Source: an optimization exercise on an open RTL-to-GDS flow (aim: small area). Production flows keep margins and buffers that such runs may drop. No functional check of the RTL was part of any run shown here.

==> flow/design.v, too long to show whole: its modules and the start of the top module <==
// module dpll_loop_filter: 2060 lines
// module lf_fa: 4 lines
// module lf_ha: 4 lines
module dpll_loop_filter (
    input  wire               clk,
    input  wire               rst,
    input  wire               start,
    input  wire               preset,
    input  wire signed [31:0] e_loop,
    input  wire               frozen,
    input  wire        [4:0]  bw_code,
    input  wire        [2:0]  damp,
    input  wire               type3,
    input  wire        [9:0]  lim_ppm,
    input  wire signed [47:0] preset_fcw,
    output reg                done,
    output wire signed [47:0] fcw,
    output reg                clamp
);
  // ...
==> flow/run.sh <==
#!/bin/bash
# synth_recipe.tcl (not shown) runs the flow's synth.tcl, then flattens the netlist and writes it again
# the make line also repeats each setting of config.mk as NAME=value (left out here)
make -C /OpenROAD-flow-scripts/flow DESIGN_CONFIG=/design/flow/config.mk WORK_HOME=/design/flow/orfs CLKGATE_MAP_FILE= SYNTH_SCRIPT=/design/flow/synth_recipe.tcl finish
==> flow/config.mk <==
export PLATFORM = sky130hd
export DESIGN_NAME = dpll_loop_filter
export DESIGN_NICKNAME = dpll_loop_filter
export VERILOG_FILES = /design/flow/design.v
export SDC_FILE = /design/flow/constraint.sdc
export NUM_CORES = 4
export LEC_CHECK = 0
export ABC_AREA = 1
export CAP_MARGIN = 20
export CORE_MARGIN = 2
export CORE_UTILIZATION = 40
export SLEW_MARGIN = 20
export SYNTH_HIERARCHICAL = 1
export SYNTH_MEMORY_MAX_BITS = 131072
export SYNTH_MINIMUM_KEEP_SIZE = 0
==> flow/constraint.sdc <==
create_clock -name core_clock -period 40.0 [get_ports {clk}]
set_input_delay 8.0000 -clock core_clock [delete_from_list [all_inputs] [get_ports {clk}]]
set_output_delay 8.0000 -clock core_clock [all_outputs]
set_load 0.01 [all_outputs]
==> metrics.md, run 1 <==
| Metric | Value |
|---|---|
| CP max stage delay | `530 ps` |
| Syn Inst Count | `5692` |
| Biggest Area Class | `multi-input combinational cells` |
| Latest clock arrival within the worst-skew pair | `about 610 ps` |
| Synth Area in Compound Gates | `0.196` |
| Minimum clock period | `between 30000 and 40000 ps` |
| Final core occ | `0.450` |
| Worst setup SP type | `primary input` |
| Non-Filler Instances | `7002` |
| Yosys top cell by area | `fa_1` |
| YS warnings | `7` |
| Number of non-clock buffers | `364` |
| Clk buf depth | `3` |
| Slew HR | `0.201` |
| WP buf/inv | `17` |
| Top Registers | `i2 x96, i1 x82, fcw_r x40` |
| Non-clock inverters | `roughly 670` |
| Clock Sinks | `roughly 230` |
| Ys flop type | `dfxtp_1` |
| Metal3 WL | `13200 um` |
| # IOs | `roughly 150` |
| Outcome | `timing/DRC/antenna clean` |
| First-pass GRT wire length | `around 250000 um` |
| Fin. Hold Viols | `0` |
| CTS tree | `yes` |
| DRT Pass-1 Iters | `6` |
| Starting Density | `0.404` |
| Reg area | `between 0.004 and 0.005 mm2` |
==> run 2, diff against run 1 <==
==> flow/flow/run.sh (new file) <==
#!/bin/bash
# Own flow: the standard synthesis, then the combinational cells between the
# registers and the adder cells are mapped again with an area-oriented ABC script
# (registers, full/half adders and all names of registers are kept), then the standard flow's
# standard layout from floorplan to finish.  Each tool writes its own log here.
set -euo pipefail
W=$(pwd)
R=$W/orfs/results/${FLOW_PLATFORM}/dpll_loop_filter/base
LIB=$FLOW_HOME/platforms/${FLOW_PLATFORM}/lib/sky130_fd_sc_hd__tt_025C_1v80.lib
YOSYS=$FLOW_HOME/../tools/install/yosys/bin/yosys
[ -x "$YOSYS" ] || YOSYS=$(command -v yosys)

bash standard.sh synth > log_1_standard_synth.txt 2>&1
cp "$R/1_2_yosys.v" "$W/standard_netlist.v"

python3 "$W/flow/mkmap.py" "$LIB" "$W/cells_func.v" > log_2_mkmap.txt 2>&1
DU=$(sed -n '/DONT_USE_CELLS/,/^$/p' "$FLOW_HOME/platforms/${FLOW_PLATFORM}/config.mk" \
     | grep -o 'sky130_fd_sc_hd__[a-z0-9_]*' | sed 's/^/-dont_use /' | tr '\n' ' ')
cat > "$W/remap.ys" <<EOT
read_liberty -lib $LIB
read_verilog $W/standard_netlist.v
hierarchy -top ${FLOW_TOP}
techmap -map $W/cells_func.v
techmap
opt -fast
abc -liberty $LIB $DU -script $W/flow/remap.abc
opt_clean -purge
setundef -zero
splitnets
opt_clean -purge
hilomap -singleton -hicell sky130_fd_sc_hd__conb_1 HI -locell sky130_fd_sc_hd__conb_1 LO
insbuf -buf sky130_fd_sc_hd__buf_4 A X
opt_clean -purge
rename -enumerate -pattern remap_% w:\$* c:\$*
check -assert
tee -o $W/remap_stat.txt stat -liberty $LIB
write_verilog -noattr -nohex -nodec $R/1_2_yosys.v
EOT
"$YOSYS" -s "$W/remap.ys" > log_3_remap_yosys.txt 2>&1
rm -f "$R/1_synth.odb" "$R/1_synth.sdc"

bash standard.sh finish > log_4_standard_finish.txt 2>&1
==> flow/flow/mkmap.py (new file) <==
#!/usr/bin/env python3
"""Writes a yosys techmap file giving each single-output combinational cell of the
liberty file its logic function (fa, ha, tie and sequential cells are left alone)."""
import re, sys
lib = open(sys.argv[1]).read()
out = open(sys.argv[2], 'w')
SKIP = re.compile(r'__(fa|ha|conb|probe|lpflow|diode|tap|decap|fill|macro)')
for m in re.finditer(r'\n    cell \("(sky130_fd_sc_hd__\w+)"\) \{(.*?)\n    \}', lib, re.S):
    name, body = m.group(1), m.group(2)
    if SKIP.search(name) or re.search(r'\b(ff|latch|statetable)\s*\(', body):
        continue
    ins, outs = [], []
    for pn, pb in re.findall(r'\n        pin \("(\w+)"\) \{(.*?)\n        \}', body, re.S):
        d = re.search(r'direction : "(\w+)"', pb)
        if not d:
            continue
        if d.group(1) == 'input':
            ins.append(pn)
        elif d.group(1) == 'output':
            f = re.search(r'function : "([^"]+)"', pb)
            outs.append((pn, f.group(1) if f else None))
    if len(outs) != 1 or outs[0][1] is None or not ins:
        continue
    f = outs[0][1].replace('!', '~').replace('*', '&').replace('+', '|')
    f = re.sub(r'\)\s*\(', ') & (', f)
    f = re.sub(r'(\w)\s+(\w|\()', r'\1 & \2', f)
    f = re.sub(r'\)\s+(\w|\()', r') & \1', f)
    out.write('module %s (%s, output %s);\n  assign %s = %s;\nendmodule\n'
              % (name, ', '.join('input ' + i for i in ins), outs[0][0], outs[0][0], f))
==> flow/flow/remap.abc (new file) <==
strash
dch -f
map -a
topo
stime -c
buffer -c
upsize -c -D 25000
dnsize -c -D 25000
==> flow/standard.sh (new file) <==
#!/bin/bash
# synth_recipe.tcl (not shown) runs the flow's synth.tcl, then flattens the netlist and writes it again
# the make line also repeats each setting of config.mk as NAME=value (left out here)
make -C /OpenROAD-flow-scripts/flow DESIGN_CONFIG=/design/flow/config.mk WORK_HOME=/design/flow/orfs CLKGATE_MAP_FILE= SYNTH_SCRIPT=/design/flow/synth_recipe.tcl "${@:-finish}"
removed: flow/run.sh
==> metrics.md, run 2 <==
| Metric | Value |
|---|---|
| Worst slew pin tran | `roughly 1100 ps` |
| Antenna diodes | `0` |
| Fill count | `between 9000 and 10000` |
| Row count | `~110` |
| Buffers on Ports | `153` |
| Synth Net Count | `roughly 6000` |
| Core ar. | `approximately 0.095 mm2` |
| Final setup violation count | `0` |
| Most frequent cells in the layout | `buf_4 (847), nand2_1 (701), nor2_1 (571)` |
| Outcome | `timing/DRC/antenna clean` |
| Count of pins over their slew limit | `0` |
| All-Layer GR Usage | `0.361` |
| Via count | `42143` |
| Critical Path Slowest Stage Cell | `fa_2` |
| Final HPWL DP | `roughly 140000 um` |
| CTS tree | `yes` |
| Crit end category | `flop` |
| DR DRC count | `0` |
| Clock Sinks | `234 (unchanged)` |
| Setup Skew | `30.7 ps` |
| Cts bufs inserted | `26` |
| Fin worst setup slack | `about 980 ps` |
| Share of cells above drive strength 1 | `0.208` |
| Pre-CTS WS | `-2260 ps` |
| WP data required | `~40000 ps` |
| Syn Inst Count | `5212 (-8.4%)` |
| Most used cell, CP | `fa_1` |
| Max-cap viol count | `0` |
| Clk buf depth | `3 (unchanged)` |
| CTS Root Cell | `clkbuf_16` |
| Final ANT Viol Nets | `0` |
| Worst hold path type | `flop to flop` |
| Hold_ws | `approximately 460 ps` |
| Total number of H-tree levels | `1` |
| Fin. Hold Viols | `0 (unchanged)` |
| DRT iter0 DRCs | `4510` |
| Crit path kind | `primary input to flop` |
| Max Fclk | `approximately 0.026 GHz` |
| Latest clock arrival within the worst-skew pair | `590 ps (-20 ps)` |
| Crit-path max FO | `20` |
| First-pass GRT wire length | `267000 um (+5.3%)` |
| Most flop-heavy register | `i2` |
| Full die area | `0.0978 mm2` |
| Initial antenna violation count | `0` |
| Top Registers | `i2 x96, i1 x82, fcw_r x40` |
| Starting Density | `0.403 (-0.00121)` |
| RePlAce Congestion | `1.07` |
| DRT Pass-1 Iters | `7 (+1)` |
| Largest net degree at the start of global routing | `96` |
| Minimum clock period | `39020 ps (+677 ps)` |
| Die H | `roughly 310 um` |
| Max FFs per register | `96` |
| Final WL | `~180000 um` |
| Synth-to-Final Area Change | `29.4%` |
| Final net count | `~6700` |
| # IOs | `154 (unchanged)` |
| Post-synthesis area per instance | `7.32 um2` |
| Vias in the first global route | `between 40000 and 50000` |
| Period utilization | `0.975` |
| Vias per cell | `about 5.8` |
| Worst setup SP type | `primary input` |
| GR Overflow Total | `0` |
| YS warnings | `7 (unchanged)` |
| Die Width | `313 um` |
| Area of the mapped netlist | `approximately 0.038 mm2` |
| CP max stage delay | `600 ps (+70 ps)` |
| Slew HR | `0.274 (+0.0737)` |
| Most common cell after layout, fill and taps aside | `buf_4` |
| Routed length per instance | `between 20 and 30 um` |
| Worst-path clk slew | `approximately 60 ps` |
| CP Data Arrival Time | `a little under 40000 ps` |
[run 2: per-stage QoR]
step           instance area [um2]  std cells  TNS, ps  utilization
6_report                     49300       7241        0        0.521
5_1_grt                      49300       7241   -21850        0.521
4_1_cts                      48200       7217        0        0.509
3_5_place_dp                 46900       7164  -249210        0.495
3_3_place_gp                 46900       7164  -214420        0.495
2_1_floorplan                38200       5212        0            -
[run 2: final timing paths]
kind	from	to	slack (ps)	cells after the start
max	bw_code[0]	i1[42]	980	135
min	i2[14]	i2[14]	460	2
max reg2reg	p2	i1[42]	7850	129
min reg2reg	i2[14]	i2[14]	460	2
[run 2: final cells by class]
cell class                      count  area (um2)  share of cell area
Inverter                          602        2270              0.0460
Timing Repair Buffer             1030        8450               0.171
Tap cell                         1265        1580              0.0321
Multi-Input combinational cell   4063       31400               0.636
Clock buffer                       33         717              0.0145
Clock inverter                     14         158             0.00320
Sequential cell                   234        4780              0.0968
[run 2: repair_timing]
action | 4_1_cts | 5_1_grt
hold buffers | 0 | 0
pin swaps | 31 | 90
setup endpoints to repair | 122 | 122
gates cloned | 0 | 6
buffers inserted | 6 | 18
resized for setup | 116 | 253
[run 2: critical path: cells and delay by family]
| family | cells | cell delay, ps |
|---|---|---|
| adder cells (fa/ha/maj) | 46 | 17750 |
| AO/OA/AOI/OAI | 37 | 6430 |
| AND/OR/NAND/NOR | 25 | 3170 |
| buffers and inverters | 22 | 3080 |
| XOR/XNOR | 3 | 510 |
| multiplexers | 2 | 430 |
[run 2: routing by layer]
layer | GRT usage | wire length (um) | share of wire | vias to the layer above
li1 | - | - | - | 19065
met1 | 0.475 | 74300 | 0.41 | 20664
met2 | 0.587 | 83800 | 0.46 | 1961
met3 | 0.0348 | 12000 | 0.066 | 453
met4 | 0.194 | 12000 | 0.066 | 0
met5 | 0 | 0 | 0 | -

-- re-timing with driven ports --
The results above use ideal ports. As a check the final layouts listed here were re-extracted and re-timed, cells and wires unchanged.
Step 1 sets driving cells, clkbuf_16 on the clock port and buf_2 on the other inputs (assumed; they add their load-dependent delay and slew).
Step 2 times the ports against the registers' clock, not the clock port: input delays grow and output delays shrink by t, the midpoint of the rising clock arrivals with the driver on.
Slacks: no drivers / after step 1 / after step 2; pairs: no drivers / after step 1.
| run | t (ns) | setup slack, ns | hold WS [ns] | worst setup path at the end | clock arrival spread, ns |
|---|---|---|---|---|---|
| run 1 | 0.653 | 1.659 / 1.699 / 1.046 | 0.464 / 0.464 / 0.464 | input to register | 0.032 / 0.032 |
| run 2 | 0.642 | 0.982 / 1.025 / 0.383 | 0.465 / 0.465 / 0.465 | input to register | 0.030 / 0.030 |
After both steps setup and hold are still met in every run listed. The setup slack of run 1, which loses most, moves by +0.040 ns with the drivers and by -0.613 ns with both steps.
